From an optimization exercise on the open Yosys and OpenROAD flow, aimed at small area, a short achievable clock period and few clock cycles; shortcuts taken in it are not production practice. Function was checked by simulation only, so behaviour that the tests miss may differ from the original. Power and IR drop assume default switching activity.

$ cat config.mk
export PLATFORM = sky130hd
export DESIGN_NAME = lens_array
export DESIGN_NICKNAME = lens_array
export VERILOG_FILES = /design/flow/design.v
export SDC_FILE = /design/flow/constraint.sdc
export NUM_CORES = 4
export LEC_CHECK = 0
export CAP_MARGIN = 20
export CORE_MARGIN = 2
export CORE_UTILIZATION = 40
export SLEW_MARGIN = 20
$ cat constraint.sdc
create_clock -name core_clock -period 55.0 [get_ports {clk}]
set_input_delay 11.0000 -clock core_clock [delete_from_list [all_inputs] [get_ports {clk}]]
set_output_delay 11.0000 -clock core_clock [all_outputs]
set_load 0.01 [all_outputs]
$ cat design.v
module lens_array (
    input  wire         clk,
    input  wire         rst,
    input  wire         s_valid,
    output wire         s_ready,
    input  wire [63:0]  s_key,       
    input  wire [4:0]   s_klen,      
    input  wire [3:0]   s_first,     
    input  wire [3:0]   s_last,      
    input  wire [3:0]   s_ver,       
    input  wire [3:0]   s_oldest,    
    input  wire [19:0]  s_miss,      
    output reg          r_valid,
    output reg          r_hit,
    output reg  [19:0]  r_ptr,
    output reg  [3:0]   r_row,
    output reg  [15:0]  r_prio,
    input  wire         w_valid,
    output wire         w_ready,
    input  wire [1:0]   w_op,        
    input  wire [3:0]   w_row,
    input  wire [3:0]   w_staged,    
    input  wire [255:0] w_cells,     
    input  wire [15:0]  w_prio,
    input  wire [17:0]  w_result,
    input  wire [3:0]   w_birth,
    input  wire [3:0]   w_death,
    input  wire         w_born,
    input  wire         w_dying,
    output reg          wr_valid,
    output reg  [2:0]   wr_code      
);
    localparam ROWS  = 16;
    localparam CELLS = 16;
    localparam OP_WRITE  = 2'd0;
    localparam OP_DEATH  = 2'd1;
    localparam OP_REVIVE = 2'd2;
    localparam OP_CLEAR  = 2'd3;
    localparam RC_DONE     = 3'd0;
    localparam RC_OCCUPIED = 3'd1;
    localparam RC_FORMAT   = 3'd2;
    localparam RC_VERSION  = 3'd3;
    localparam RC_STATE    = 3'd4;
    assign s_ready = 1'b1;
    assign w_ready = 1'b1;
    reg         sv;
    reg [63:0]  sk;
    reg [4:0]   skl;
    reg [3:0]   sf, sl, sver, sold;
    reg [19:0]  smiss;
    reg         wv;
    reg [1:0]   wop;
    reg [3:0]   wrow, wstg;
    reg [255:0] wcells;
    reg [15:0]  wprio;
    reg [17:0]  wres;
    reg [3:0]   wbir, wdea;
    reg         wbn, wdy;
    always @(posedge clk) begin
        sv <= s_valid & ~rst;
        wv <= w_valid & ~rst;
        sk <= s_key; skl <= s_klen; sf <= s_first; sl <= s_last;
        sver <= s_ver; sold <= s_oldest; smiss <= s_miss;
        wop <= w_op; wrow <= w_row; wstg <= w_staged; wcells <= w_cells;
        wprio <= w_prio; wres <= w_result; wbir <= w_birth; wdea <= w_death;
        wbn <= w_born; wdy <= w_dying;
    end
    reg [255:0] cells  [0:ROWS-1];
    reg [15:0]  prio   [0:ROWS-1];
    reg [17:0]  result [0:ROWS-1];
    reg [3:0]   birth  [0:ROWS-1];
    reg [3:0]   death  [0:ROWS-1];
    reg         born   [0:ROWS-1];
    reg         dying  [0:ROWS-1];
    reg [ROWS-1:0] valid;
    reg [2:0] w_code;
    always @(*) begin
        w_code = RC_DONE;
        case (wop)
            OP_WRITE: begin
                if (valid[wrow])                  w_code = RC_OCCUPIED;
                else if (wdy)                     w_code = RC_FORMAT;
                else if (wbn && wbir != wstg)     w_code = RC_VERSION;
            end
            OP_DEATH: begin
                if (!valid[wrow] || dying[wrow])  w_code = RC_STATE;
                else if (wdea != wstg)            w_code = RC_VERSION;
            end
            OP_REVIVE: begin
                if (!valid[wrow] || !dying[wrow] || death[wrow] != wstg)
                                                  w_code = RC_STATE;
            end
            default: w_code = RC_DONE;
        endcase
    end
    wire w_do = wv && w_code == RC_DONE;
    always @(posedge clk) begin
        if (rst) begin
            valid <= {ROWS{1'b0}};
        end else if (w_do) begin
            case (wop)
                OP_WRITE: begin
                    cells[wrow]  <= wcells;
                    prio[wrow]   <= wprio;
                    result[wrow] <= wres;
                    birth[wrow]  <= wbir;
                    born[wrow]   <= wbn;
                    dying[wrow]  <= 1'b0;
                    valid[wrow]  <= 1'b1;
                end
                OP_DEATH: begin
                    dying[wrow]  <= 1'b1;
                    death[wrow]  <= wdea;
                end
                OP_REVIVE: begin
                    dying[wrow]  <= 1'b0;
                end
                OP_CLEAR: begin
                    valid[wrow]  <= 1'b0;
                end
                default: ;
            endcase
        end
    end
    always @(posedge clk) begin
        if (rst) begin
            wr_valid <= 1'b0;
            wr_code  <= RC_DONE;
        end else begin
            wr_valid <= wv;
            wr_code  <= w_code;
        end
    end
    wire [3:0] rel_v = sver - sold;
    reg [ROWS-1:0] match;
    reg [3:0] rel_b, rel_d;
    integer r, c;
    always @(*) begin
        for (r = 0; r < ROWS; r = r + 1) begin
            rel_b = birth[r] - sold;
            rel_d = death[r] - sold;
            match[r] = valid[r] && r >= sf && r <= sl &&
                       (!born[r] || rel_b[3] || rel_b <= rel_v) &&
                       (!dying[r] || (!rel_d[3] && rel_v < rel_d));
            for (c = 0; c < CELLS; c = c + 1)
                if (c < skl && !cells[r][16*c + sk[63-4*c -: 4]])
                    match[r] = 1'b0;
        end
    end
    reg        t_hit  [0:30];
    reg [15:0] t_prio [0:30];
    reg [3:0]  t_row  [0:30];
    integer n;
    always @(*) begin
        for (n = 0; n < 16; n = n + 1) begin
            t_hit[15+n]  = match[n];
            t_prio[15+n] = prio[n];
            t_row[15+n]  = n[3:0];
        end
        for (n = 14; n >= 0; n = n - 1) begin
            if (t_hit[2*n+2] && (!t_hit[2*n+1] || t_prio[2*n+2] > t_prio[2*n+1])) begin
                t_hit[n] = 1'b1; t_prio[n] = t_prio[2*n+2]; t_row[n] = t_row[2*n+2];
            end else begin
                t_hit[n] = t_hit[2*n+1]; t_prio[n] = t_prio[2*n+1]; t_row[n] = t_row[2*n+1];
            end
        end
    end
    wire        best_hit = t_hit[0];
    wire [3:0]  best_row = t_row[0];
    wire [15:0] best_prio = t_prio[0];
    always @(posedge clk) begin
        if (rst) begin
            r_valid <= 1'b0;
        end else begin
            r_valid <= sv;
        end
        r_hit  <= best_hit;
        r_ptr  <= best_hit ? {2'b00, result[best_row]} : smiss;
        r_row  <= best_hit ? best_row : 4'd0;
        r_prio <= best_hit ? best_prio : 16'd0;
    end
endmodule
$ cat run.sh
#!/bin/bash
# synth_recipe.tcl (not shown) runs the flow's synth.tcl, then flattens the netlist and writes it again
# the make line also repeats each setting of config.mk as NAME=value (left out here)
make -C /OpenROAD-flow-scripts/flow DESIGN_CONFIG=/design/flow/config.mk WORK_HOME=/design/flow/orfs CLKGATE_MAP_FILE= SYNTH_SCRIPT=/design/flow/synth_recipe.tcl finish
==> reports/results.txt <==
Outcome - finished clean
Clock transition at path regs - 0.06 ns
First-pass GRT wire length - 908 mm
TNS Setup - 0 ns
Ys Warns - 4
Final nets - 12500
Sink Count - 5279
Final Hold Vio Count - 0
Critical path type - register to register
Max Fclk - 58.0 MHz
Clock latency (worst-skew pair) - 1.09 ns
Synth Area per Inst - 19.3 sq um
Clock buffer depth - 4
Io pins - 467
Tmin final - 17.24 ns
Hold/Removal Path Class - register to register
Clock skew - 0.0990 ns
Worst path max stage delay - 0.97 ns
CP endpoint kind - register
Util after Layout - 46.6%
Post-CTS Hold Buffers - 0
Tightest Pin Transition - 1.44 ns
Setup Buffers After CTS - 0
DRC viols - 0
Cells after DPL - 18000
Layout cells sized above 1 - 20.1%
Routed length per instance - 34.9 microns
Pin count of the biggest net entering global routing - 150
Ranking of synthesized cells by area - edfxtp_1 (69%), mux4_2 (11%), dfxtp_1 (4.6%)
HPWL Detailed - 449 mm
CTS tree - yes
Core ar. - 0.517 sq mm
Flip-flop and latch count after synthesis - 5279
DRT Wirelength - 665 mm
Top-count cell post-synth - edfxtp_1
Die Wd - 724 microns
Post-synth top area cell - edfxtp_1
Filler instances - 43000
Critical path peak fanout - 47
Buffers added on ports - 464
P_leak - 78.6 nW
Max_cap viols - 0
Top_reg_cell synth - edfxtp_1
Number of global-route vias before repair - 111000
Power per standard cell area - 36.3 mW/mm^2
Final setup violation count - 0
Critical Path AT - 18.14 ns
Startpoint class of the critical path - register
RSZ-0062 raised after global routing - no
Most Frequent Cell on Critical Path - o21a_1
Synth top area share - 69.4%
Tcrit/Tclk final - 31.3%
Ys async rst share - 0%
Non-Filler Instances - 19100
Post-route ant nets - 0
Area growth, synth to finish - 15.9%
# resized after CTS - 0
Detailed Routing Iterations Pass 1 - 8
Global route overflow - 0
CTS buffer count - 560
Die area - 0.525 sq mm
Worst EP required - 55.90 ns
Post-Syn Instances - 10800
Post-synth EDFFs - 4800
Mapped Area - 0.208 sq mm
Largest delay contributor family on the critical path - compound AO/OA/AOI/OAI gates
Distinct cells, synth - 108
H-Tree Level Count - 6
Die H - 724 microns
WP buf/inv - 9
Fin. max-slew vios - 0
Clock Root Buffer - clkbuf_16
Starting Density - 40.2%
Initial antenna violation count - 69
Vias per cell - 5.91
Slew HR - 3.73%
CP max-delay cell - a2111oi_0
Via count - 113000
Floorplan row count - 264
RD Place Congestion - 0.953
GRT Overall Usage - 24.9%
Sequential element share of the synthesized area - 74.1%
Synth cell count leaders - edfxtp_1 (4800), mux4_2 (999), dfxtp_1 (479), ha_1 (418), mux2i_1 (414)
Drt first-iter violations - 15700
Worst vdd ir - 0.0345 mV
## layout make-up
cell class / instances / area, sq um / area share, %
multi-input cells: 4722 / 51100 / 21.2
clock buffers: 736 / 15300 / 6.38
diodes: 50 / 125 / 0.0520
repair buffers: 772 / 7140 / 2.97
clock inverters: 285 / 3190 / 1.33
inverters: 322 / 1210 / 0.503
well taps: 6916 / 8650 / 3.60
flip-flops and latches: 5279 / 154000 / 63.9
## through the flow
step	power, mW	setup slack, ns	hold WS [ns]	instance area (sq um)
2_1_floorplan	4.73	30.11	0.414	208000
3_3_place_gp	5.00	36.55	0.436	222000
3_5_place_dp	5.01	37.45	0.442	222000
4_1_cts	8.77	37.41	0.457	240000
5_1_grt	8.95	36.59	0.479	241000
6_report	8.73	37.76	0.455	241000
## where the power goes
part / internal [mW] / switching (mW)
clock network: 2.19 / 1.61
registers: 4.39 / 0.103
logic: 0.166 / 0.273
total: 6.75 / 1.99
## flip-flops by register name (all words and copies together), names as in the netlist, 18 cells and up, named ones only
register	cells
r_ptr	20
death	64
result	288
sk	64
wres	18
wcells	256
cells	4096
smiss	20
birth	64
prio	256
## routing by layer
layer	share of wire (%)	global-route usage, %	vias up
met3	9.4	4.85	1163
met2	46	39.0	6167
met5	0.019	0	-
li1	-	-	45800
met4	5.6	12.0	18
met1	39	33.4	59700
## cell families (layout without fill, tap and decap cells)
kind of cell | count (synthesis) | in the layout | synth area share (%)
flops | 5279 | 5279 | 74.1
mux | 1531 | 1531 | 13.5
simple gates | 1376 | 1376 | 3.35
compound gates | 1230 | 1230 | 4.05
buf+inv | 780 | 2115 | 1.66
fa+ha+maj | 457 | 457 | 2.87
xor+xnor | 126 | 126 | 0.532
other cells | 1 | 52 | 0.00181
## path summary, 6_finish.rpt
path                                       from            endpoint  slack [ns]  depth (start not counted)
worst min-delay path                 sv$_DFF_P_  r_valid$_SDFF_PP0_        0.46                          1
worst max register to register  sver[0]$_DFF_P_   r_ptr[11]$_DFF_P_       37.76                         60
worst max-delay path            sver[0]$_DFF_P_   r_ptr[11]$_DFF_P_       37.76                         60
worst min register to register       sv$_DFF_P_  r_valid$_SDFF_PP0_        0.46                          1
## placed cells by master, fill, tap and decap left out, types with 78 or more instances in the layout
cell type | netlist | layout
a21oi_1 | 286 | 279
buf_4 | 50 | 293
clkbuf_1 | 170 | 124
clkbuf_16 | 0 | 574
clkdlybuf4s50_1 | 0 | 464
clkinv_1 | 7 | 97
clkinv_2 | 0 | 78
dfxtp_1 | 479 | 423
edfxtp_1 | 4800 | 4800
ha_1 | 418 | 418
inv_1 | 312 | 311
mux2_2 | 110 | 110
mux2i_1 | 414 | 408
mux4_2 | 999 | 999
nand2_1 | 303 | 303
nand3_1 | 114 | 114
nand4_1 | 93 | 93
nor2_1 | 363 | 344
nor2b_1 | 100 | 100
o21ai_0 | 183 | 175
o22ai_1 | 90 | 88
xnor2_1 | 80 | 79
Testbench counts, summed over its fixed seeds: cycles 16,016.

==> afterwards: timing with drivers on the ports <==
How much do the figures lean on ideal ports? The routed layout below was timed once more, with nothing changed but the port constraints. Step 1 sets driving cells, clkbuf_16 on the clock port and buf_2 on the other inputs (assumed; they add their load-dependent delay and slew). Step 2 moves the port delays by t, midway between the first and last clock arrival at a register: inputs arrive t later, outputs are due t later. That takes back most of the time a late clock gives input paths. Three values: ideal ports, drivers, drivers and shift; two values: the first two.
t (ns): 1.167
setup slack, ns: 37.758 / 37.758 / 37.758
worst register clock-pin slew, ns: 0.07 / 0.07
pins driven straight from the clock port: 1
After both steps setup and hold are still met in this run. For this run, drivers alone change the setup slack by 0.000 ns; drivers and shift together by 0.000 ns.
